What follows belongs to an exercise in optimizing a design on an open flow for small area and a short achievable clock period; a production flow would make more cautious choices.
In this exercise RTL edits were held to simulation tests only and were not proved equivalent to the original.

==> run.sh <==
#!/bin/bash
# synth_recipe.tcl (not shown) runs the flow's synth.tcl, then flattens the netlist and writes it again
# the make line also repeats each setting of config.mk as NAME=value (left out here)
make -C /OpenROAD-flow-scripts/flow DESIGN_CONFIG=/design/flow/config.mk WORK_HOME=/design/flow/orfs CLKGATE_MAP_FILE= SYNTH_SCRIPT=/design/flow/synth_recipe.tcl finish
==> config.mk <==
export PLATFORM = sky130hd
export DESIGN_NAME = jizin_rx
export DESIGN_NICKNAME = jizin_rx
export VERILOG_FILES = /design/flow/design.v
export SDC_FILE = /design/flow/constraint.sdc
export NUM_CORES = 4
export LEC_CHECK = 0
export CAP_MARGIN = 20
export CORE_MARGIN = 2
export CORE_UTILIZATION = 40
export SLEW_MARGIN = 20
==> constraint.sdc <==
create_clock -name core_clock -period 11.5 [get_ports {clk}]
set_input_delay 2.3000 -clock core_clock [delete_from_list [all_inputs] [get_ports {clk}]]
set_output_delay 2.3000 -clock core_clock [all_outputs]
set_load 0.01 [all_outputs]
==> design.v <==
module jizin_rx (
    input  wire        clk,
    input  wire        rst,
    input  wire        in_valid,
    input  wire [1:0]  in_hdr,
    input  wire [63:0] in_data,
    output reg         dat_valid,
    output wire [63:0] dat_data,
    output reg         frm_valid,
    output reg  [1:0]  frm_status,
    output reg         frm_crc_err,
    output wire [11:0] frm_seq,
    output wire [1:0]  frm_vc,
    output wire        frm_sot,
    output wire        frm_eot,
    output wire [7:0]  frm_len_m1,
    output reg         lc_valid,
    output wire [7:0]  lc_type,
    output wire [39:0] lc_fields,
    output reg         mk_valid,
    output reg         mk_stripe,
    output wire [7:0]  mk_lane,
    output wire [7:0]  mk_epoch,
    output wire [7:0]  mk_mask,
    output wire [11:0] next_rx,
    output reg  [15:0] blk_errs,
    output reg  [15:0] crc_errs,
    output reg  [15:0] frames_rx
);
    localparam [31:0] C_SOF = 32'hF0958FA1;    
    localparam [31:0] K_EOF = 32'h9ADD2096;    
    reg  [57:0]  scr;
    wire [121:0] ext = {in_data, scr};
    wire [63:0]  pay;
    genvar gi;
    generate
        for (gi = 0; gi < 64; gi = gi + 1) begin : g_ds
            assign pay[gi] = ext[58 + gi] ^ ext[19 + gi] ^ ext[gi];
        end
    endgenerate
    always @(posedge clk) begin
        if (rst)
            scr <= {58{1'b1}};
        else if (in_valid)
            scr <= in_data[63:6];
    end
    reg  [63:0] p1;
    reg         v1, h1d, h1c;
    reg  [47:0] p2;
    wire        in_frame_nx;
    always @(posedge clk) begin
        p1        <= pay;
        v1        <= in_valid & ~rst;
        h1d       <= (in_hdr == 2'b01);
        h1c       <= (in_hdr == 2'b10);
        dat_valid <= in_valid & ~rst & (in_hdr == 2'b01) & in_frame_nx;
        p2        <= p1[55:8];
    end
    assign dat_data = p1;
    wire [7:0] bt = p1[7:0];
    wire t_idle   = (bt == 8'h1E);
    wire t_am     = (bt == 8'h2D);
    wire t_stripe = (bt == 8'h33);
    wire t_lc     = (bt == 8'h4B);
    wire t_sof    = (bt == 8'h78);
    wire t_eof    = (bt == 8'h87);
    wire is_data  = v1 & h1d;
    wire is_ctrl  = v1 & h1c;
    wire c_idle   = is_ctrl & t_idle;
    wire c_sof    = is_ctrl & t_sof;
    wire c_eof    = is_ctrl & t_eof;
    wire c_lc     = is_ctrl & t_lc;
    wire c_mk     = is_ctrl & (t_am | t_stripe);
    wire t_known  = t_idle | t_am | t_stripe | t_lc | t_sof | t_eof;
    wire [7:0] syn8;
    wire crc8_ok  = ~|syn8;
    wire blk_err  = v1 & (~(h1d | h1c) | (h1c & ~t_known) |
                          (h1c & (t_am | t_stripe | t_lc) & ~crc8_ok));
    reg         in_frame;
    reg         f_bad, f_rsvd;
    reg  [4:0]  f_rem;           
    reg         f_got;           
    reg         f_over;          
    reg  [2:0]  f_l3;            
    reg  [31:0] f_crc;
    reg         sof_d;
    reg  [23:0] f_hdr;           
    wire in_dat   = in_frame & is_data;
    wire brk      = in_frame & (c_idle | c_sof);
    wire close    = in_frame & c_eof;
    assign in_frame_nx = c_sof | (in_frame & ~(c_idle | c_eof));
    wire last     = ~f_got & (f_rem == 5'd0);
    wire        e_blk = h1c & t_eof;
    wire [7:0]  lmask;
    wire [3:0]  psel;
    generate
        for (gi = 0; gi < 8; gi = gi + 1) begin : g_lm
            assign lmask[gi] = (gi <= f_l3);
        end
        for (gi = 0; gi < 4; gi = gi + 1) begin : g_ps
            assign psel[gi] = e_blk & (f_l3[1:0] == (2'd3 - gi));
        end
    endgenerate
    wire [63:0] d_msk;
    wire [63:0] x_sh;
    generate
        for (gi = 0; gi < 8; gi = gi + 1) begin : g_dm
            assign d_msk[8*gi +: 8] = p1[8*gi +: 8] & {8{~e_blk & (h1c | ~last | lmask[gi])}};
        end
    endgenerate
    assign x_sh = ({32'd0, f_crc}       & {64{psel[0]}})
                | ({24'd0, f_crc,  8'd0} & {64{psel[1]}})
                | ({16'd0, f_crc, 16'd0} & {64{psel[2]}})
                | ({ 8'd0, f_crc, 24'd0} & {64{psel[3]}});
    wire [63:0] crc_d = d_msk | x_sh;
    wire [31:0] crc_s = ~h1c ? f_crc : (e_blk ? p1[39:8] : C_SOF);
    wire [31:0] crc_q = crc_s ^ crc_d[31:0];
    wire [31:0] crc_mid;
    wire [31:0] crc_r = crc_mid ^ crc_d[63:32];
    wire [31:0] crc_out;
    wire ma_t0 = crc_q[0] ^ crc_q[22];
    wire ma_t1 = crc_q[2] ^ crc_q[7];
    wire ma_t2 = crc_q[1] ^ crc_q[23];
    wire ma_t3 = crc_q[3] ^ crc_q[5];
    wire ma_t4 = crc_q[4] ^ ma_t0;
    wire ma_t5 = crc_q[6] ^ crc_q[9];
    wire ma_t6 = crc_q[10] ^ crc_q[24];
    wire ma_t7 = crc_q[11] ^ crc_q[25];
    wire ma_t8 = crc_q[12] ^ crc_q[28];
    wire ma_t9 = crc_q[13] ^ crc_q[29];
    wire ma_t10 = crc_q[14] ^ crc_q[30];
    wire ma_t11 = crc_q[15] ^ crc_q[31];
    wire ma_t12 = crc_q[18] ^ crc_q[26];
    wire ma_t13 = crc_q[19] ^ crc_q[27];
    wire ma_t14 = crc_q[8] ^ crc_q[20];
    wire ma_t15 = crc_q[3] ^ crc_q[21];
    wire ma_t16 = crc_q[8] ^ ma_t3;
    wire ma_t17 = crc_q[16] ^ crc_q[23];
    wire ma_t18 = crc_q[17] ^ crc_q[24];
    wire ma_t19 = crc_q[0] ^ ma_t8;
    wire ma_t20 = crc_q[4] ^ crc_q[11];
    wire ma_t21 = crc_q[5] ^ crc_q[12];
    wire ma_t22 = crc_q[6] ^ ma_t1;
    wire ma_t23 = crc_q[7] ^ crc_q[16];
    wire ma_t24 = crc_q[26] ^ ma_t2;
    wire ma_t25 = crc_q[27] ^ ma_t7;
    wire ma_t26 = crc_q[30] ^ ma_t12;
    wire ma_t27 = crc_q[31] ^ ma_t13;
    wire ma_t28 = ma_t4 ^ ma_t10;
    wire ma_t29 = crc_q[2] ^ crc_q[29];
    wire ma_t30 = crc_q[9] ^ crc_q[14];
    wire ma_t31 = crc_q[13] ^ ma_t4;
    wire ma_t32 = crc_q[15] ^ ma_t20;
    wire ma_t33 = crc_q[17] ^ ma_t6;
    wire ma_t34 = crc_q[17] ^ ma_t11;
    wire ma_t35 = crc_q[18] ^ crc_q[25];
    wire ma_t36 = crc_q[21] ^ ma_t16;
    wire ma_t37 = crc_q[22] ^ ma_t13;
    wire ma_t38 = crc_q[28] ^ ma_t5;
    wire ma_t39 = ma_t9 ^ ma_t18;
    wire ma_t40 = crc_q[1] ^ crc_q[25];
    wire ma_t41 = crc_q[3] ^ crc_q[20];
    wire ma_t42 = crc_q[4] ^ crc_q[7];
    wire ma_t43 = crc_q[6] ^ ma_t28;
    wire ma_t44 = crc_q[10] ^ ma_t2;
    wire ma_t45 = crc_q[10] ^ ma_t9;
    wire ma_t46 = crc_q[16] ^ ma_t7;
    wire ma_t47 = crc_q[19] ^ ma_t3;
    wire ma_t48 = crc_q[26] ^ ma_t6;
    wire ma_t49 = crc_q[28] ^ ma_t23;
    wire ma_t50 = crc_q[31] ^ ma_t25;
    wire ma_t51 = ma_t0 ^ ma_t11;
    wire ma_t52 = ma_t1 ^ ma_t12;
    wire ma_t53 = ma_t1 ^ ma_t14;
    wire ma_t54 = ma_t1 ^ ma_t15;
    wire ma_t55 = ma_t3 ^ ma_t34;
    wire ma_t56 = ma_t5 ^ ma_t7;
    wire ma_t57 = ma_t5 ^ ma_t19;
    wire ma_t58 = ma_t8 ^ ma_t17;
    wire ma_t59 = ma_t10 ^ ma_t15;
    wire ma_t60 = ma_t10 ^ ma_t35;
    wire ma_t61 = ma_t14 ^ ma_t22;
    wire ma_t62 = ma_t17 ^ ma_t38;
    wire ma_t63 = ma_t25 ^ ma_t29;
    wire ma_t64 = ma_t30 ^ ma_t52;
    wire ma_u0 = crc_q[16] ^ crc_q[3];
    wire ma_u1 = ma_u0 ^ ma_t24;
    wire ma_u2 = ma_t4 ^ ma_t61;
    assign crc_mid[0] = ma_u1 ^ ma_u2;
    wire ma_u3 = crc_q[27] ^ crc_q[4];
    wire ma_u4 = crc_q[9] ^ ma_t1;
    wire ma_u5 = ma_t18 ^ ma_t2;
    wire ma_u6 = ma_u3 ^ ma_u4;
    wire ma_u7 = ma_u5 ^ ma_t36;
    assign crc_mid[1] = ma_u6 ^ ma_u7;
    wire ma_u8 = crc_q[2] ^ ma_t35;
    wire ma_u9 = ma_t6 ^ ma_t16;
    wire ma_u10 = ma_t38 ^ ma_t4;
    wire ma_u11 = ma_u8 ^ ma_u10;
    assign crc_mid[2] = ma_u9 ^ ma_u11;
    wire ma_u12 = crc_q[10] ^ crc_q[29];
    wire ma_u13 = ma_t42 ^ ma_u12;
    wire ma_u14 = ma_t24 ^ ma_t47;
    wire ma_u15 = ma_t56 ^ ma_u13;
    assign crc_mid[3] = ma_u14 ^ ma_u15;
    wire ma_u16 = crc_q[27] ^ crc_q[30];
    wire ma_u17 = ma_t20 ^ ma_t21;
    wire ma_u18 = ma_u16 ^ ma_t48;
    wire ma_u19 = ma_u17 ^ ma_t61;
    assign crc_mid[4] = ma_u18 ^ ma_u19;
    wire ma_u20 = crc_q[13] ^ crc_q[7];
    wire ma_u21 = ma_u20 ^ ma_t36;
    wire ma_u22 = ma_t50 ^ ma_t57;
    assign crc_mid[5] = ma_u21 ^ ma_u22;
    wire ma_u23 = crc_q[2] ^ ma_t17;
    wire ma_u24 = ma_t30 ^ ma_t41;
    wire ma_u25 = ma_t19 ^ ma_t45;
    wire ma_u26 = ma_u23 ^ ma_u24;
    assign crc_mid[6] = ma_u25 ^ ma_u26;
    wire ma_u27 = crc_q[1] ^ ma_t9;
    wire ma_u28 = ma_t32 ^ ma_t33;
    wire ma_u29 = ma_t59 ^ ma_u27;
    assign crc_mid[7] = ma_u28 ^ ma_u29;
    wire ma_u30 = crc_q[18] ^ crc_q[2];
    wire ma_u31 = ma_t11 ^ ma_t21;
    wire ma_u32 = ma_u30 ^ ma_t46;
    wire ma_u33 = ma_u31 ^ ma_t28;
    assign crc_mid[8] = ma_u32 ^ ma_u33;
    wire ma_u34 = crc_q[19] ^ ma_t21;
    wire ma_u35 = ma_t34 ^ ma_t53;
    wire ma_u36 = ma_u34 ^ ma_t31;
    assign crc_mid[9] = ma_u35 ^ ma_u36;
    wire ma_u37 = crc_q[21] ^ crc_q[5];
    wire ma_u38 = ma_u37 ^ ma_t31;
    assign crc_mid[10] = ma_t64 ^ ma_u38;
    wire ma_u39 = crc_q[14] ^ crc_q[15];
    wire ma_u40 = crc_q[6] ^ ma_u39;
    wire ma_u41 = ma_t16 ^ ma_t37;
    wire ma_u42 = ma_t44 ^ ma_u40;
    assign crc_mid[11] = ma_u41 ^ ma_u42;
    wire ma_u43 = crc_q[20] ^ crc_q[24];
    wire ma_u44 = ma_t1 ^ ma_u43;
    wire ma_u45 = ma_t32 ^ ma_u44;
    assign crc_mid[12] = ma_t62 ^ ma_u45;
    wire ma_u46 = crc_q[0] ^ crc_q[12];
    wire ma_u47 = crc_q[25] ^ crc_q[29];
    wire ma_u48 = ma_t23 ^ ma_u46;
    wire ma_u49 = ma_u47 ^ ma_t33;
    wire ma_u50 = ma_u48 ^ ma_t36;
    assign crc_mid[13] = ma_u49 ^ ma_u50;
    wire ma_u51 = crc_q[17] ^ crc_q[1];
    wire ma_u52 = crc_q[8] ^ ma_u51;
    wire ma_u53 = ma_t26 ^ ma_t56;
    wire ma_u54 = ma_u52 ^ ma_t31;
    assign crc_mid[14] = ma_u53 ^ ma_u54;
    wire ma_u55 = ma_t21 ^ ma_t27;
    wire ma_u56 = ma_t44 ^ ma_t64;
    assign crc_mid[15] = ma_u55 ^ ma_u56;
    wire ma_u57 = crc_q[13] ^ ma_t6;
    wire ma_u58 = ma_t24 ^ ma_t32;
    wire ma_u59 = ma_t37 ^ ma_t49;
    wire ma_u60 = ma_u57 ^ ma_u58;
    assign crc_mid[16] = ma_u59 ^ ma_u60;
    wire ma_u61 = crc_q[14] ^ crc_q[5];
    wire ma_u62 = ma_t14 ^ ma_t18;
    wire ma_u63 = ma_u61 ^ ma_t58;
    wire ma_u64 = ma_u62 ^ ma_t63;
    assign crc_mid[17] = ma_u63 ^ ma_u64;
    wire ma_u65 = crc_q[15] ^ crc_q[25];
    wire ma_u66 = ma_t15 ^ ma_u65;
    wire ma_u67 = ma_t26 ^ ma_t39;
    wire ma_u68 = ma_u66 ^ ma_t57;
    assign crc_mid[18] = ma_u67 ^ ma_u68;
    wire ma_u69 = ma_t12 ^ ma_t23;
    wire ma_u70 = ma_t40 ^ ma_t27;
    wire ma_u71 = ma_t45 ^ ma_u69;
    wire ma_u72 = ma_t28 ^ ma_u70;
    assign crc_mid[19] = ma_u71 ^ ma_u72;
    wire ma_u73 = crc_q[11] ^ ma_t13;
    wire ma_u74 = ma_t49 ^ ma_u73;
    wire ma_u75 = ma_t55 ^ ma_u74;
    assign crc_mid[20] = ma_t43 ^ ma_u75;
    wire ma_u76 = ma_t0 ^ ma_t12;
    wire ma_u77 = ma_t29 ^ ma_t8;
    wire ma_u78 = ma_u76 ^ ma_u77;
    assign crc_mid[21] = ma_t55 ^ ma_u78;
    wire ma_u79 = ma_t9 ^ ma_t26;
    wire ma_u80 = ma_t37 ^ ma_t53;
    assign crc_mid[22] = ma_u79 ^ ma_u80;
    wire ma_u81 = crc_q[0] ^ crc_q[23];
    wire ma_u82 = crc_q[28] ^ crc_q[9];
    wire ma_u83 = ma_t14 ^ ma_u81;
    wire ma_u84 = ma_u82 ^ ma_t27;
    wire ma_u85 = ma_t59 ^ ma_u83;
    assign crc_mid[23] = ma_u84 ^ ma_u85;
    wire ma_u86 = crc_q[29] ^ crc_q[8];
    wire ma_u87 = ma_t11 ^ ma_u86;
    wire ma_u88 = ma_t48 ^ ma_t54;
    wire ma_u89 = ma_u87 ^ ma_t62;
    assign crc_mid[24] = ma_u88 ^ ma_u89;
    wire ma_u90 = crc_q[20] ^ crc_q[30];
    wire ma_u91 = ma_t5 ^ ma_u90;
    wire ma_u92 = ma_t24 ^ ma_t33;
    wire ma_u93 = ma_u91 ^ ma_t63;
    assign crc_mid[25] = ma_u92 ^ ma_u93;
    wire ma_u94 = ma_t6 ^ ma_t8;
    wire ma_u95 = ma_t26 ^ ma_t54;
    wire ma_u96 = ma_u94 ^ ma_t50;
    assign crc_mid[26] = ma_u95 ^ ma_u96;
    wire ma_u97 = crc_q[20] ^ ma_t2;
    wire ma_u98 = ma_t9 ^ ma_t19;
    wire ma_u99 = ma_t22 ^ ma_t27;
    wire ma_u100 = ma_t46 ^ ma_u97;
    wire ma_u101 = ma_u100 ^ ma_u98;
    assign crc_mid[27] = ma_u99 ^ ma_u101;
    wire ma_u102 = crc_q[21] ^ ma_t39;
    wire ma_u103 = ma_t58 ^ ma_u102;
    assign crc_mid[28] = ma_t43 ^ ma_u103;
    wire ma_u104 = crc_q[5] ^ crc_q[7];
    wire ma_u105 = ma_t2 ^ ma_u104;
    wire ma_u106 = ma_t39 ^ ma_t51;
    wire ma_u107 = ma_t60 ^ ma_u105;
    assign crc_mid[29] = ma_u106 ^ ma_u107;
    wire ma_u108 = crc_q[19] ^ crc_q[22];
    wire ma_u109 = crc_q[24] ^ ma_t11;
    wire ma_u110 = ma_t41 ^ ma_t42;
    wire ma_u111 = ma_u108 ^ ma_t60;
    wire ma_u112 = ma_u109 ^ ma_u110;
    assign crc_mid[30] = ma_u111 ^ ma_u112;
    wire ma_u113 = crc_q[21] ^ ma_t40;
    wire ma_u114 = ma_t22 ^ ma_t47;
    wire ma_u115 = ma_t51 ^ ma_u113;
    assign crc_mid[31] = ma_u114 ^ ma_u115;
    wire mb_t0 = crc_r[0] ^ crc_r[22];
    wire mb_t1 = crc_r[2] ^ crc_r[7];
    wire mb_t2 = crc_r[1] ^ crc_r[23];
    wire mb_t3 = crc_r[3] ^ crc_r[5];
    wire mb_t4 = crc_r[4] ^ mb_t0;
    wire mb_t5 = crc_r[6] ^ crc_r[9];
    wire mb_t6 = crc_r[10] ^ crc_r[24];
    wire mb_t7 = crc_r[11] ^ crc_r[25];
    wire mb_t8 = crc_r[12] ^ crc_r[28];
    wire mb_t9 = crc_r[13] ^ crc_r[29];
    wire mb_t10 = crc_r[14] ^ crc_r[30];
    wire mb_t11 = crc_r[15] ^ crc_r[31];
    wire mb_t12 = crc_r[18] ^ crc_r[26];
    wire mb_t13 = crc_r[19] ^ crc_r[27];
    wire mb_t14 = crc_r[8] ^ crc_r[20];
    wire mb_t15 = crc_r[3] ^ crc_r[21];
    wire mb_t16 = crc_r[8] ^ mb_t3;
    wire mb_t17 = crc_r[16] ^ crc_r[23];
    wire mb_t18 = crc_r[17] ^ crc_r[24];
    wire mb_t19 = crc_r[0] ^ mb_t8;
    wire mb_t20 = crc_r[4] ^ crc_r[11];
    wire mb_t21 = crc_r[5] ^ crc_r[12];
    wire mb_t22 = crc_r[6] ^ mb_t1;
    wire mb_t23 = crc_r[7] ^ crc_r[16];
    wire mb_t24 = crc_r[26] ^ mb_t2;
    wire mb_t25 = crc_r[27] ^ mb_t7;
    wire mb_t26 = crc_r[30] ^ mb_t12;
    wire mb_t27 = crc_r[31] ^ mb_t13;
    wire mb_t28 = mb_t4 ^ mb_t10;
    wire mb_t29 = crc_r[2] ^ crc_r[29];
    wire mb_t30 = crc_r[9] ^ crc_r[14];
    wire mb_t31 = crc_r[13] ^ mb_t4;
    wire mb_t32 = crc_r[15] ^ mb_t20;
    wire mb_t33 = crc_r[17] ^ mb_t6;
    wire mb_t34 = crc_r[17] ^ mb_t11;
    wire mb_t35 = crc_r[18] ^ crc_r[25];
    wire mb_t36 = crc_r[21] ^ mb_t16;
    wire mb_t37 = crc_r[22] ^ mb_t13;
    wire mb_t38 = crc_r[28] ^ mb_t5;
    wire mb_t39 = mb_t9 ^ mb_t18;
    wire mb_t40 = crc_r[1] ^ crc_r[25];
    wire mb_t41 = crc_r[3] ^ crc_r[20];
    wire mb_t42 = crc_r[4] ^ crc_r[7];
    wire mb_t43 = crc_r[6] ^ mb_t28;
    wire mb_t44 = crc_r[10] ^ mb_t2;
    wire mb_t45 = crc_r[10] ^ mb_t9;
    wire mb_t46 = crc_r[16] ^ mb_t7;
    wire mb_t47 = crc_r[19] ^ mb_t3;
    wire mb_t48 = crc_r[26] ^ mb_t6;
    wire mb_t49 = crc_r[28] ^ mb_t23;
    wire mb_t50 = crc_r[31] ^ mb_t25;
    wire mb_t51 = mb_t0 ^ mb_t11;
    wire mb_t52 = mb_t1 ^ mb_t12;
    wire mb_t53 = mb_t1 ^ mb_t14;
    wire mb_t54 = mb_t1 ^ mb_t15;
    wire mb_t55 = mb_t3 ^ mb_t34;
    wire mb_t56 = mb_t5 ^ mb_t7;
    wire mb_t57 = mb_t5 ^ mb_t19;
    wire mb_t58 = mb_t8 ^ mb_t17;
    wire mb_t59 = mb_t10 ^ mb_t15;
    wire mb_t60 = mb_t10 ^ mb_t35;
    wire mb_t61 = mb_t14 ^ mb_t22;
    wire mb_t62 = mb_t17 ^ mb_t38;
    wire mb_t63 = mb_t25 ^ mb_t29;
    wire mb_t64 = mb_t30 ^ mb_t52;
    wire mb_u0 = crc_r[16] ^ crc_r[3];
    wire mb_u1 = mb_u0 ^ mb_t24;
    wire mb_u2 = mb_t4 ^ mb_t61;
    assign crc_out[0] = mb_u1 ^ mb_u2;
    wire mb_u3 = crc_r[27] ^ crc_r[4];
    wire mb_u4 = crc_r[9] ^ mb_t1;
    wire mb_u5 = mb_t18 ^ mb_t2;
    wire mb_u6 = mb_u3 ^ mb_u4;
    wire mb_u7 = mb_u5 ^ mb_t36;
    assign crc_out[1] = mb_u6 ^ mb_u7;
    wire mb_u8 = crc_r[2] ^ mb_t35;
    wire mb_u9 = mb_t6 ^ mb_t16;
    wire mb_u10 = mb_t38 ^ mb_t4;
    wire mb_u11 = mb_u8 ^ mb_u10;
    assign crc_out[2] = mb_u9 ^ mb_u11;
    wire mb_u12 = crc_r[10] ^ crc_r[29];
    wire mb_u13 = mb_t42 ^ mb_u12;
    wire mb_u14 = mb_t24 ^ mb_t47;
    wire mb_u15 = mb_t56 ^ mb_u13;
    assign crc_out[3] = mb_u14 ^ mb_u15;
    wire mb_u16 = crc_r[27] ^ crc_r[30];
    wire mb_u17 = mb_t20 ^ mb_t21;
    wire mb_u18 = mb_u16 ^ mb_t48;
    wire mb_u19 = mb_u17 ^ mb_t61;
    assign crc_out[4] = mb_u18 ^ mb_u19;
    wire mb_u20 = crc_r[13] ^ crc_r[7];
    wire mb_u21 = mb_u20 ^ mb_t36;
    wire mb_u22 = mb_t50 ^ mb_t57;
    assign crc_out[5] = mb_u21 ^ mb_u22;
    wire mb_u23 = crc_r[2] ^ mb_t17;
    wire mb_u24 = mb_t30 ^ mb_t41;
    wire mb_u25 = mb_t19 ^ mb_t45;
    wire mb_u26 = mb_u23 ^ mb_u24;
    assign crc_out[6] = mb_u25 ^ mb_u26;
    wire mb_u27 = crc_r[1] ^ mb_t9;
    wire mb_u28 = mb_t32 ^ mb_t33;
    wire mb_u29 = mb_t59 ^ mb_u27;
    assign crc_out[7] = mb_u28 ^ mb_u29;
    wire mb_u30 = crc_r[18] ^ crc_r[2];
    wire mb_u31 = mb_t11 ^ mb_t21;
    wire mb_u32 = mb_u30 ^ mb_t46;
    wire mb_u33 = mb_u31 ^ mb_t28;
    assign crc_out[8] = mb_u32 ^ mb_u33;
    wire mb_u34 = crc_r[19] ^ mb_t21;
    wire mb_u35 = mb_t34 ^ mb_t53;
    wire mb_u36 = mb_u34 ^ mb_t31;
    assign crc_out[9] = mb_u35 ^ mb_u36;
    wire mb_u37 = crc_r[21] ^ crc_r[5];
    wire mb_u38 = mb_u37 ^ mb_t31;
    assign crc_out[10] = mb_t64 ^ mb_u38;
    wire mb_u39 = crc_r[14] ^ crc_r[15];
    wire mb_u40 = crc_r[6] ^ mb_u39;
    wire mb_u41 = mb_t16 ^ mb_t37;
    wire mb_u42 = mb_t44 ^ mb_u40;
    assign crc_out[11] = mb_u41 ^ mb_u42;
    wire mb_u43 = crc_r[20] ^ crc_r[24];
    wire mb_u44 = mb_t1 ^ mb_u43;
    wire mb_u45 = mb_t32 ^ mb_u44;
    assign crc_out[12] = mb_t62 ^ mb_u45;
    wire mb_u46 = crc_r[0] ^ crc_r[12];
    wire mb_u47 = crc_r[25] ^ crc_r[29];
    wire mb_u48 = mb_t23 ^ mb_u46;
    wire mb_u49 = mb_u47 ^ mb_t33;
    wire mb_u50 = mb_u48 ^ mb_t36;
    assign crc_out[13] = mb_u49 ^ mb_u50;
    wire mb_u51 = crc_r[17] ^ crc_r[1];
    wire mb_u52 = crc_r[8] ^ mb_u51;
    wire mb_u53 = mb_t26 ^ mb_t56;
    wire mb_u54 = mb_u52 ^ mb_t31;
    assign crc_out[14] = mb_u53 ^ mb_u54;
    wire mb_u55 = mb_t21 ^ mb_t27;
    wire mb_u56 = mb_t44 ^ mb_t64;
    assign crc_out[15] = mb_u55 ^ mb_u56;
    wire mb_u57 = crc_r[13] ^ mb_t6;
    wire mb_u58 = mb_t24 ^ mb_t32;
    wire mb_u59 = mb_t37 ^ mb_t49;
    wire mb_u60 = mb_u57 ^ mb_u58;
    assign crc_out[16] = mb_u59 ^ mb_u60;
    wire mb_u61 = crc_r[14] ^ crc_r[5];
    wire mb_u62 = mb_t14 ^ mb_t18;
    wire mb_u63 = mb_u61 ^ mb_t58;
    wire mb_u64 = mb_u62 ^ mb_t63;
    assign crc_out[17] = mb_u63 ^ mb_u64;
    wire mb_u65 = crc_r[15] ^ crc_r[25];
    wire mb_u66 = mb_t15 ^ mb_u65;
    wire mb_u67 = mb_t26 ^ mb_t39;
    wire mb_u68 = mb_u66 ^ mb_t57;
    assign crc_out[18] = mb_u67 ^ mb_u68;
    wire mb_u69 = mb_t12 ^ mb_t23;
    wire mb_u70 = mb_t40 ^ mb_t27;
    wire mb_u71 = mb_t45 ^ mb_u69;
    wire mb_u72 = mb_t28 ^ mb_u70;
    assign crc_out[19] = mb_u71 ^ mb_u72;
    wire mb_u73 = crc_r[11] ^ mb_t13;
    wire mb_u74 = mb_t49 ^ mb_u73;
    wire mb_u75 = mb_t55 ^ mb_u74;
    assign crc_out[20] = mb_t43 ^ mb_u75;
    wire mb_u76 = mb_t0 ^ mb_t12;
    wire mb_u77 = mb_t29 ^ mb_t8;
    wire mb_u78 = mb_u76 ^ mb_u77;
    assign crc_out[21] = mb_t55 ^ mb_u78;
    wire mb_u79 = mb_t9 ^ mb_t26;
    wire mb_u80 = mb_t37 ^ mb_t53;
    assign crc_out[22] = mb_u79 ^ mb_u80;
    wire mb_u81 = crc_r[0] ^ crc_r[23];
    wire mb_u82 = crc_r[28] ^ crc_r[9];
    wire mb_u83 = mb_t14 ^ mb_u81;
    wire mb_u84 = mb_u82 ^ mb_t27;
    wire mb_u85 = mb_t59 ^ mb_u83;
    assign crc_out[23] = mb_u84 ^ mb_u85;
    wire mb_u86 = crc_r[29] ^ crc_r[8];
    wire mb_u87 = mb_t11 ^ mb_u86;
    wire mb_u88 = mb_t48 ^ mb_t54;
    wire mb_u89 = mb_u87 ^ mb_t62;
    assign crc_out[24] = mb_u88 ^ mb_u89;
    wire mb_u90 = crc_r[20] ^ crc_r[30];
    wire mb_u91 = mb_t5 ^ mb_u90;
    wire mb_u92 = mb_t24 ^ mb_t33;
    wire mb_u93 = mb_u91 ^ mb_t63;
    assign crc_out[25] = mb_u92 ^ mb_u93;
    wire mb_u94 = mb_t6 ^ mb_t8;
    wire mb_u95 = mb_t26 ^ mb_t54;
    wire mb_u96 = mb_u94 ^ mb_t50;
    assign crc_out[26] = mb_u95 ^ mb_u96;
    wire mb_u97 = crc_r[20] ^ mb_t2;
    wire mb_u98 = mb_t9 ^ mb_t19;
    wire mb_u99 = mb_t22 ^ mb_t27;
    wire mb_u100 = mb_t46 ^ mb_u97;
    wire mb_u101 = mb_u100 ^ mb_u98;
    assign crc_out[27] = mb_u99 ^ mb_u101;
    wire mb_u102 = crc_r[21] ^ mb_t39;
    wire mb_u103 = mb_t58 ^ mb_u102;
    assign crc_out[28] = mb_t43 ^ mb_u103;
    wire mb_u104 = crc_r[5] ^ crc_r[7];
    wire mb_u105 = mb_t2 ^ mb_u104;
    wire mb_u106 = mb_t39 ^ mb_t51;
    wire mb_u107 = mb_t60 ^ mb_u105;
    assign crc_out[29] = mb_u106 ^ mb_u107;
    wire mb_u108 = crc_r[19] ^ crc_r[22];
    wire mb_u109 = crc_r[24] ^ mb_t11;
    wire mb_u110 = mb_t41 ^ mb_t42;
    wire mb_u111 = mb_u108 ^ mb_t60;
    wire mb_u112 = mb_u109 ^ mb_u110;
    assign crc_out[30] = mb_u111 ^ mb_u112;
    wire mb_u113 = crc_r[21] ^ mb_t40;
    wire mb_u114 = mb_t22 ^ mb_t47;
    wire mb_u115 = mb_t51 ^ mb_u113;
    assign crc_out[31] = mb_u114 ^ mb_u115;
    wire c8_t0 = p1[11] ^ p1[18];
    wire c8_t1 = p1[12] ^ p1[23];
    wire c8_t2 = p1[13] ^ p1[30];
    wire c8_t3 = p1[14] ^ p1[28];
    wire c8_t4 = p1[15] ^ p1[29];
    wire c8_t5 = p1[32] ^ p1[34];
    wire c8_t6 = p1[33] ^ p1[44];
    wire c8_t7 = p1[45] ^ p1[47];
    wire c8_t8 = p1[46] ^ c8_t2;
    wire c8_t9 = p1[8] ^ c8_t5;
    wire c8_t10 = p1[9] ^ c8_t6;
    wire c8_t11 = p1[10] ^ c8_t7;
    wire c8_t12 = p1[16] ^ c8_t3;
    wire c8_t13 = p1[17] ^ p1[54];
    wire c8_t14 = p1[19] ^ c8_t8;
    wire c8_t15 = p1[22] ^ c8_t4;
    wire c8_t16 = p1[24] ^ c8_t1;
    wire c8_t17 = p1[39] ^ c8_t0;
    wire c8_t18 = p1[20] ^ p1[27];
    wire c8_t19 = p1[21] ^ p1[25];
    wire c8_t20 = p1[26] ^ p1[35];
    wire c8_t21 = p1[31] ^ p1[40];
    wire c8_t22 = p1[36] ^ p1[38];
    wire c8_t23 = p1[37] ^ p1[48];
    wire c8_t24 = p1[41] ^ p1[43];
    wire c8_t25 = p1[42] ^ p1[50];
    wire c8_t26 = p1[49] ^ c8_t16;
    wire c8_t27 = p1[51] ^ p1[52];
    wire c8_t28 = p1[53] ^ c8_t11;
    wire c8_t29 = p1[54] ^ c8_t17;
    wire c8_t30 = p1[55] ^ c8_t9;
    wire c8_t31 = c8_t10 ^ c8_t12;
    wire c8_t32 = c8_t13 ^ c8_t15;
    wire c8_t33 = c8_t14 ^ c8_t21;
    wire c8_t34 = c8_t18 ^ c8_t27;
    wire c8_t35 = c8_t23 ^ c8_t29;
    wire c8_u0 = p1[23] ^ p1[28];
    wire c8_u1 = p1[35] ^ p1[44];
    wire c8_u2 = p1[56] ^ c8_u0;
    wire c8_u3 = c8_u1 ^ c8_u2;
    wire c8_u4 = c8_t30 ^ c8_u3;
    wire c8_u5 = c8_t33 ^ c8_t35;
    assign syn8[0] = c8_u4 ^ c8_u5;
    wire c8_u6 = p1[20] ^ p1[29];
    wire c8_u7 = p1[41] ^ p1[57];
    wire c8_u8 = c8_t22 ^ c8_t5;
    wire c8_u9 = c8_t7 ^ c8_u6;
    wire c8_u10 = c8_u7 ^ c8_t8;
    wire c8_u11 = c8_u8 ^ c8_u9;
    wire c8_u12 = c8_t26 ^ c8_t31;
    wire c8_u13 = c8_u10 ^ c8_u11;
    wire c8_u14 = c8_t35 ^ c8_u12;
    assign syn8[1] = c8_u13 ^ c8_u14;
    wire c8_u15 = p1[38] ^ p1[40];
    wire c8_u16 = p1[48] ^ p1[58];
    wire c8_u17 = c8_t0 ^ c8_t13;
    wire c8_u18 = c8_t19 ^ c8_t25;
    wire c8_u19 = c8_t3 ^ c8_t4;
    wire c8_u20 = c8_t6 ^ c8_u15;
    wire c8_u21 = c8_u16 ^ c8_t11;
    wire c8_u22 = c8_u17 ^ c8_u18;
    wire c8_u23 = c8_u19 ^ c8_u20;
    wire c8_u24 = c8_t26 ^ c8_u21;
    wire c8_u25 = c8_u22 ^ c8_u23;
    assign syn8[2] = c8_u24 ^ c8_u25;
    wire c8_u26 = p1[12] ^ p1[25];
    wire c8_u27 = p1[26] ^ p1[45];
    wire c8_u28 = p1[49] ^ p1[50];
    wire c8_u29 = p1[51] ^ p1[59];
    wire c8_u30 = c8_t24 ^ c8_u26;
    wire c8_u31 = c8_u27 ^ c8_u28;
    wire c8_u32 = c8_u29 ^ c8_t15;
    wire c8_u33 = c8_t17 ^ c8_u30;
    wire c8_u34 = c8_u31 ^ c8_t14;
    wire c8_u35 = c8_t30 ^ c8_u32;
    wire c8_u36 = c8_u33 ^ c8_u34;
    assign syn8[3] = c8_u35 ^ c8_u36;
    wire c8_u37 = p1[14] ^ p1[47];
    wire c8_u38 = p1[60] ^ c8_t20;
    wire c8_u39 = c8_t25 ^ c8_u37;
    wire c8_u40 = c8_t10 ^ c8_t16;
    wire c8_u41 = c8_t34 ^ c8_u38;
    wire c8_u42 = c8_u39 ^ c8_u40;
    wire c8_u43 = c8_u41 ^ c8_t33;
    assign syn8[4] = c8_u42 ^ c8_u43;
    wire c8_u44 = p1[13] ^ p1[15];
    wire c8_u45 = p1[31] ^ p1[36];
    wire c8_u46 = p1[61] ^ c8_t19;
    wire c8_u47 = c8_t24 ^ c8_u44;
    wire c8_u48 = c8_u45 ^ c8_t12;
    wire c8_u49 = c8_t34 ^ c8_t9;
    wire c8_u50 = c8_u46 ^ c8_u47;
    wire c8_u51 = c8_t28 ^ c8_u48;
    wire c8_u52 = c8_u49 ^ c8_u50;
    assign syn8[5] = c8_u51 ^ c8_u52;
    wire c8_u53 = p1[11] ^ p1[21];
    wire c8_u54 = p1[32] ^ p1[37];
    wire c8_u55 = p1[42] ^ p1[46];
    wire c8_u56 = p1[52] ^ p1[53];
    wire c8_u57 = p1[62] ^ c8_t20;
    wire c8_u58 = c8_u53 ^ c8_u54;
    wire c8_u59 = c8_u55 ^ c8_u56;
    wire c8_u60 = c8_u57 ^ c8_u58;
    wire c8_u61 = c8_u59 ^ c8_t31;
    wire c8_u62 = c8_t32 ^ c8_u60;
    assign syn8[6] = c8_u61 ^ c8_u62;
    wire c8_u63 = p1[18] ^ p1[27];
    wire c8_u64 = p1[30] ^ p1[33];
    wire c8_u65 = p1[34] ^ p1[43];
    wire c8_u66 = p1[55] ^ p1[63];
    wire c8_u67 = c8_t1 ^ c8_t22;
    wire c8_u68 = c8_u63 ^ c8_u64;
    wire c8_u69 = c8_u65 ^ c8_u66;
    wire c8_u70 = c8_u67 ^ c8_u68;
    wire c8_u71 = c8_u69 ^ c8_t28;
    wire c8_u72 = c8_t32 ^ c8_u70;
    assign syn8[7] = c8_u71 ^ c8_u72;
    wire use_mid = h1d & last & ~f_l3[2];
    wire ld_crc  = c_sof | close | (in_dat & ~f_got);
    always @(posedge clk) begin
        if (rst)
            in_frame <= 1'b0;
        else
            in_frame <= in_frame_nx;
        sof_d <= c_sof;
        if (sof_d)
            f_hdr <= p2[23:0];
        if (ld_crc)
            f_crc <= use_mid ? crc_mid : crc_out;
        if (c_sof) begin
            f_bad  <= 1'b0;
            f_rsvd <= |p1[63:32];
            f_rem  <= p1[31:27];
            f_l3   <= p1[26:24];
            f_got  <= 1'b0;
            f_over <= 1'b0;
        end else begin
            if (in_frame & blk_err)
                f_bad <= 1'b1;
            if (in_dat) begin
                if (f_got)
                    f_over <= 1'b1;
                else if (f_rem == 5'd0)
                    f_got <= 1'b1;
                else
                    f_rem <= f_rem - 5'd1;
            end
        end
    end
    assign frm_seq    = f_hdr[11:0];
    assign frm_vc     = f_hdr[13:12];
    assign frm_sot    = f_hdr[14];
    assign frm_eot    = f_hdr[15];
    assign frm_len_m1 = f_hdr[23:16];
    always @(posedge clk) begin
        lc_valid  <= ~rst & c_lc & crc8_ok;
        mk_valid  <= ~rst & c_mk & crc8_ok;
        mk_stripe <= p1[1];
    end
    assign lc_type   = p2[7:0];
    assign lc_fields = p2[47:8];
    assign mk_lane   = p2[7:0];
    assign mk_epoch  = p2[15:8];
    assign mk_mask   = p2[23:16];
    reg chk;
    reg be_d;
    wire        count_ok = f_got & ~f_over;
    wire        crc_fail = count_ok & (f_crc != K_EOF);
    wire        bad      = f_bad | f_rsvd | ~count_ok | crc_fail;
    wire [11:0] sq       = frames_rx[11:0] + ~f_hdr[11:0];    
    wire        seq_eq   = &sq;
    wire        seq_dup  = ~|sq[11:8];
    always @(posedge clk) begin
        chk  <= ~rst & close;
        be_d <= ~rst & blk_err;
        frm_valid   <= ~rst & (brk | chk);
        frm_status  <= (brk | bad) ? 2'd2 : seq_eq ? 2'd0 : seq_dup ? 2'd1 : 2'd3;
        frm_crc_err <= ~brk & crc_fail;
        if (rst) begin
            blk_errs  <= 16'd0;
            crc_errs  <= 16'd0;
            frames_rx <= 16'd0;
        end else begin
            blk_errs  <= blk_errs + {15'd0, be_d};
            crc_errs  <= crc_errs + {15'd0, frm_valid & frm_crc_err};
            frames_rx <= frames_rx + {15'd0, frm_valid & (frm_status == 2'd0)};
        end
    end
    assign next_rx = frames_rx[11:0];
endmodule
==> impl_metrics.toml <==
[run_status]
status = "finished clean"

[clock_tree]
cts_tree = "done"
insertion_delay_ps = 560
cts.sink_count = 301
post_cts_resized = 0
clockBufferDepth = 3
path_clk_slew_ps = 60
cts.htree.levels = 2
cts_setup_buffers = 0
cts_made_buffers = 36
holdBufCountCts = 0
root_buffer = "clkbuf_16"

[setup_path]
cp.arrival_ps = 7060
required_ps = 11770
critical_path.max_fanout = 53
worst_setup_path_end_kind = "flop"
worstSetupPathType = "reg2reg"
crit_path_start_kind = "flop"

[routing]
wl_per_cell_microns = 26.2
drt_wl_total_microns = 74200
drt_iter0_drc = 1427
antenna_left = 0
viasPerCell = 5.39
drc = 0
dr.pass1.iters = 12
vias = 15300

[sta]
setup_viol = 0
fin_crit_ps = 6790
rsz0062_at_grt = "false"
clock_skew_ps = 15.1
period_share = 0.590
tns_ps = 0
setup_slack_ps = 4710
relSlewSlack = 0.213
finalMaxSlewViolations = 0
final_hold_viol_count = 0
max_freq_ghz = 0.147
tightestPinTransition_ps = 1170

[yosys]
yosys-top-cells-area = "dfxtp_1 (23%), xnor2_1 (20%), edfxtp_1 (9.6%), xnor3_1 (7.1%), xor2_1 (5.7%)"
synthTopCellsByCount = "xnor2_1 (460), dfxtp_1 (236), xor2_1 (133)"
synth_edf_count = 65
yosysWarnings = 1
synth_top_cell_by_area = "dfxtp_1"
yosysMostFrequentCell = "xnor2_1"
synth.avg_cell_area_sq_um = 10.8
ys.flop_type = "dfxtp_1"
ys_seq_elements = 301
synth_top_area_share = 0.232
yosysSeqAreaShare = 0.328
synth_cell_types = 94
netlist_area_sq_um = 20400
synth_cells = 1884
syn_nets = 1974
async_flop_share = 0

[final_layout]
layoutNonFillerInstCount = 2835
drive_above_1_share = 0.0902
n_fill_cell = 4602
area_growth_pct = 22.7
seqCellArea_sq_um = 6680
antennaDiodeCount = 0
multi_input_area_sq_um = 13000
nNetsFinal = 2229
fin_util = 0.498
postLayoutCellArea_sq_um = 25000

[placement]
dpl_worst_slack_ps = 4610
portBuffers = 296
dp_hpwl_microns = 57400
place.gp.congestion = 0.952
place_area_sq_um = 23800
dpl.cell_count = 2773

[flow_run]
maxCapViolCount = 0

[grt]
grt_pass1_wl_microns = 106000
overflow = 0
grtUsageTotal = 0.276
antenna_found_initial = 4
grt_max_degree = 99
grt_pass1_vias = 15100

[worst_hold_path]
hold_path.class = "reg2reg"

[floorplanning]
die_width_microns = 230
fp-row-count = 82
die_h_microns = 230
initial_utilization = 0.406
design.die.area_sq_um = 52700
core-area_sq_um = 50200
io_pins = 297
-- metrics by stage --
| stage | hold WS, ps |
|---|---|
| after global placement | 432 |
| after floorplan | 392 |
| final | 455 |
| after detailed placement | 448 |
| after CTS | 463 |
| after global routing | 479 |
-- flip-flops by register name, summed over array words and instances, names as in the netlist, 2 cells and up --
name,cells
f_hdr,24
scr,58
p2,48
blk_errs,16
f_crc,32
frm_status,2
f_l3,3
p1,64
crc_errs,16
frames_rx,16
f_rem,5
-- cell type report --
| class | instances | area share |
|---|---|---|
| multi-input cells | 1446 | 0.519 |
| flip-flops and latches | 301 | 0.267 |
| repair buffers | 323 | 0.126 |
| clock buffers | 48 | 0.0424 |
| well taps | 672 | 0.0337 |
| clock inverters | 14 | 0.00621 |
| inverters | 31 | 0.00466 |
-- cells by family after synthesis --
| family | share of synthesized area |
|---|---|
| xor gates and xnor gates | 0.397 |
| DFF | 0.328 |
| and+or+nand+nor | 0.107 |
| buffers and inverters | 0.0355 |
| AOI/OAI and AO/OA | 0.0978 |
| muxes | 0.0219 |
| adders and majority gates | 0.0133 |
-- cells in the final DEF (no fill, tap or decap), types with 18 or more instances in the layout --
cell               n
a211o_1           59
a21oi_1           65
a222oi_1          19
and3_1            18
buf_4             29
clkbuf_16         39
clkdlybuf4s50_1  294
dfxtp_1          236
edfxtp_1          65
ha_1              20
inv_1             29
mux2i_1           24
nand2_1           65
nand3_1           34
nor2_1           103
nor2b_1           77
o21ai_0           28
xnor2_1          460
xnor2_2           23
xnor3_1           64
xor2_1           133
-- final timing paths --
kind              slack, ps  cells past startpoint         to  start
setup / recovery       4710                     15  f_crc[25]    h1c
hold / removal          450                      2  frm_valid    chk
setup reg to reg       4710                     15  f_crc[25]    h1c
hold reg to reg         450                      2  frm_valid    chk
-- per-layer routing --
layer	vias to the layer above	wire [microns]	GRT usage	part of all wire
met4	0	3130	0.110	0.042
li1	6953	-	-	-
met2	758	33400	0.436	0.45
met5	-	0	0	0
met3	164	6240	0.0568	0.084
met1	7403	31500	0.370	0.42
-- worst max-delay path: stages (launching register included) --
cell      delay (ps)
dfxtp_1          310
buf_4            450
nand3b_1         240
nor3_4           700
a21oi_1          270
a222oi_1         730
xnor2_4          260
xor2_1           490
xnor3_1          410
xor2_1           550
xnor2_1          390
xnor2_1          690
xor2_1           250
xnor2_1          480
xnor2_1          180
mux2i_1           90

afterwards: timing with drivers on the ports:
How much do the figures lean on ideal ports? The routed layout below was timed once more, with nothing changed but the port constraints. Step 1 assumes that a clkbuf_16 drives the clock port and a buf_2 every other input. Step 2 adds t to the input delays and takes it off the output delays; t is the mean of the earliest and latest rising clock arrival at the registers after step 1. Input paths then give back, and output paths get back, about the clock's delay inside the block. Three values: ideal, step 1, step 2; two values: the first two.
shift t [ns]: 0.601
slack for setup (ns): 4.710 / 4.710 / 4.710
hold WS [ns]: 0.455 / 0.455 / 0.455
After both steps setup and hold are still met in this run. The setup slack of this run moves by 0.000 ns with the drivers and by 0.000 ns with both steps.
